This design comes from an exercise in tuning for small area and a short achievable clock period on the open sky130 flow, not from production work. Where RTL was checked, it was by simulation tests only, not by an equivalence proof against the original.

Setup of run A:
==> flow/design.v (excerpt) <==
module strand_codec (
    input  wire         clk,
    input  wire         rst,
    input  wire         enc_in_valid,
    input  wire [255:0] enc_in_data,
    output reg          enc_out_valid,
    output reg  [31:0]  enc_out_check,
    input  wire         dec_in_valid,
    input  wire [287:0] dec_in_lanes,
    input  wire         dec_in_policy,      
    input  wire         dec_in_erasure,     
    input  wire [5:0]   dec_in_dead_lane,   
    output reg          dec_out_valid,
    output reg  [2:0]   dec_out_kind,
    output reg  [255:0] dec_out_data,
    output reg  [31:0]  dec_out_syn,
    output reg  [5:0]   dec_out_lane,
    output reg  [7:0]   dec_out_value
);
Size: about 8100 cells after synthesis, ~730 flip-flops, roughly 900 I/O pins.
clock: 40.0 ns
lec_check: 0
cap_margin: 20
core_margin: 2
core_utilization: 40
cts_cluster_diameter: 80
cts_cluster_size: 20
place_density: 0.6
slew_margin: 20
standard.sh (not shown) runs the stock make flow with config.mk's settings and CLKGATE_MAP_FILE= SYNTH_SCRIPT=/design/flow/synth_recipe.tcl, a recipe that flattens the netlist after the stock synthesis.
==> flow/flow/run.sh <==
#!/bin/bash
# The standard layout (the standard.sh, ORFS), with two changes to how it
# is made: plain buf_1 port buffers instead of the delay cells buffer_ports
# picks by default, and repair_timing aiming for setup slack of
# SETUP_SLACK_MARGIN ns beyond the (unchanged) clock period instead of 0.
# ORFS writes each step's log under orfs/logs; make's output goes to
# standard.log.
bash standard.sh "BUFFER_PORTS_ARGS=-buffer_cell sky130_fd_sc_hd__buf_1" \
    SETUP_SLACK_MARGIN=30 finish > standard.log 2>&1
Per the final summary, run A finished and its layout is clean on timing, DRC and antenna.
The inputs of run B differ from those of run A as listed below.
--- a/flow/config.mk
+++ b/flow/config.mk
@@ -9,6 +9,4 @@
 export CORE_MARGIN = 2
-export CORE_UTILIZATION = 40
-export CTS_CLUSTER_DIAMETER = 80
-export CTS_CLUSTER_SIZE = 20
-export PLACE_DENSITY = 0.6
+export CORE_UTILIZATION = 48
+export PLACE_DENSITY = 0.65
 export SLEW_MARGIN = 20
Notes after the runs:
Number of H-tree levels on run B is up relative to run A. [compare] base=run A new=run B: critical path arrival now larger.
Inputs modified between run B and run C:
--- a/flow/config.mk
+++ b/flow/config.mk
@@ -9,4 +9,4 @@
 export CORE_MARGIN = 2
-export CORE_UTILIZATION = 48
-export PLACE_DENSITY = 0.65
+export CORE_UTILIZATION = 40
+export PLACE_DENSITY = 0.6
 export SLEW_MARGIN = 20
Findings:
- Result: PASS for each of run C and run B
- Summary of run C over run B: clock skew did not really move, wire length of the first global-routing pass went down, wire length went down, final period utilization went down.

Starting RTL as in the previous note.
export LEC_CHECK = 0
export CAP_MARGIN = 20
export CORE_MARGIN = 2
export CORE_UTILIZATION = 40
export CTS_CLUSTER_DIAMETER = 80
export CTS_CLUSTER_SIZE = 20
export PLACE_DENSITY = 0.6
export SLEW_MARGIN = 20
create_clock -name core_clock -period 40.0 [get_ports {clk}]
==> flow/flow/run.sh <==
#!/bin/bash
# The standard layout (the standard.sh, ORFS), with two changes to how it
# is made: plain buf_1 port buffers instead of the delay cells buffer_ports
# picks by default, and repair_timing aiming for setup slack of
# SETUP_SLACK_MARGIN ns beyond the (unchanged) clock period instead of 0; and repair allowed to resize cells to other footprints.
# ORFS writes each step's log under orfs/logs; make's output goes to
# standard.log.
bash standard.sh "BUFFER_PORTS_ARGS=-buffer_cell sky130_fd_sc_hd__buf_1" \
    SETUP_SLACK_MARGIN=30 MATCH_CELL_FOOTPRINT=0 finish > standard.log 2>&1
Rerun with:
==> flow/flow/run.sh (replaced) <==
#!/bin/bash
# The standard layout (the standard.sh, ORFS), with two changes to how it
# is made: plain buf_1 port buffers instead of the delay cells buffer_ports
# picks by default, and repair_timing aiming for setup slack of
# SETUP_SLACK_MARGIN ns beyond the (unchanged) clock period instead of 0.
# ORFS writes each step's log under orfs/logs; make's output goes to
# standard.log.
bash standard.sh "BUFFER_PORTS_ARGS=-buffer_cell sky130_fd_sc_hd__buf_1" \
    SETUP_SLACK_MARGIN=30.6 finish > standard.log 2>&1
Settings changed: CTS_CLUSTER_DIAMETER 80 to unset, CTS_CLUSTER_SIZE 20 to unset.
Synthesized cell count does not change.
Routed wire length rose by 1.8%.
Worst setup slack improved by 560 ps.

Setup of run a:
strand_codec, a different RTL version from the one above (not shown whole).
For scale: roughly 8000 cells after synthesis, roughly 900 I/O pins, about 70000 um^2 of cells after synthesis.
Settings: LEC_CHECK=0, CAP_MARGIN=20, CORE_MARGIN=2, CORE_UTILIZATION=40, PLACE_DENSITY=0.6, SLEW_MARGIN=20; clock period 40.0 ns.
==> flow/flow/run.sh <==
#!/bin/bash
# Standard layout, with plain buf_1 port buffers instead of the delay cells
# buffer_ports picks by default.
bash standard.sh "BUFFER_PORTS_ARGS=-buffer_cell sky130_fd_sc_hd__buf_1" finish > standard.log 2>&1
### run a -> run b
==> flow/flow/run.sh <==
#!/bin/bash
# The standard layout (the standard.sh, ORFS), with two changes to how it
# is made: plain buf_1 port buffers instead of the delay cells buffer_ports
# picks by default, and repair_timing aiming for setup slack of
# SETUP_SLACK_MARGIN ns beyond the (unchanged) clock period instead of 0.
# ORFS writes each step's log under orfs/logs; make's output goes to
# standard.log.
bash standard.sh "BUFFER_PORTS_ARGS=-buffer_cell sky130_fd_sc_hd__buf_1" \
    SETUP_SLACK_MARGIN=30 finish > standard.log 2>&1
Findings:
Run b finished every stage and its layout cleared the timing, DRC and antenna checks. Of run b and run a, it is run b that has the higher cell area. Changes observed in run b relative to run a: time the final worst path needs with I/O delays and setup -2.44 ns, post-route core utilization +1.2 points. Run b vs run a, maximum clock frequency went up by 19 MHz. STATUS final wirelength: run b loses against run a. Cmp run b vs run a: worst setup slack higher in run b.
Function was not checked in any run of this note: the RTL went through the layout flow alone.

## what the ideal ports hide
Ports are ideal in the flow. The routed layouts listed here were re-timed in OpenROAD.
Step 1: set_driving_cell puts a clkbuf_16 on clk and a buf_2 on each other input, an assumption about the parent block.
Step 2, shift: input delay + t, output delay - t, t = (earliest + latest rising clock arrival at the registers) / 2. This alone moves slack from input paths to output paths.
Three values: no drivers, after step 1, after step 2; two values: the first two.
run	shift t [ns]	setup slack, ns	hold slack, ns	worst setup path at the end	slew at the worst register clock pin (ns)
run A of note 1	0.772	29.916 / 29.957 / 29.184	0.414 / 0.414 / 0.414	input to register	0.10 / 0.10
run B of note 1	0.787	29.780 / 29.846 / 29.059	0.405 / 0.405 / 0.405	input to register	0.08 / 0.08
run C of note 1	0.782	29.920 / 29.955 / 29.173	0.406 / 0.406 / 0.406	input to register	0.08 / 0.08
the first run of note 2	0.772	29.916 / 29.957 / 29.184	0.414 / 0.414 / 0.414	input to register	0.10 / 0.10
the second run of note 2	0.806	30.475 / 30.489 / 29.698	0.415 / 0.415 / 0.415	input to register	0.08 / 0.08
run a of note 3	0.837	27.360 / 27.360 / 27.360	0.404 / 0.404 / 0.404	register to register	0.08 / 0.08
run b of note 3	0.822	29.798 / 29.866 / 29.044	0.407 / 0.407 / 0.407	input to register	0.08 / 0.08
After both steps setup and hold are still met in every run listed. The setup slack of the second run of note 2, which loses most, moves by +0.014 ns with the drivers and by -0.777 ns with both steps.
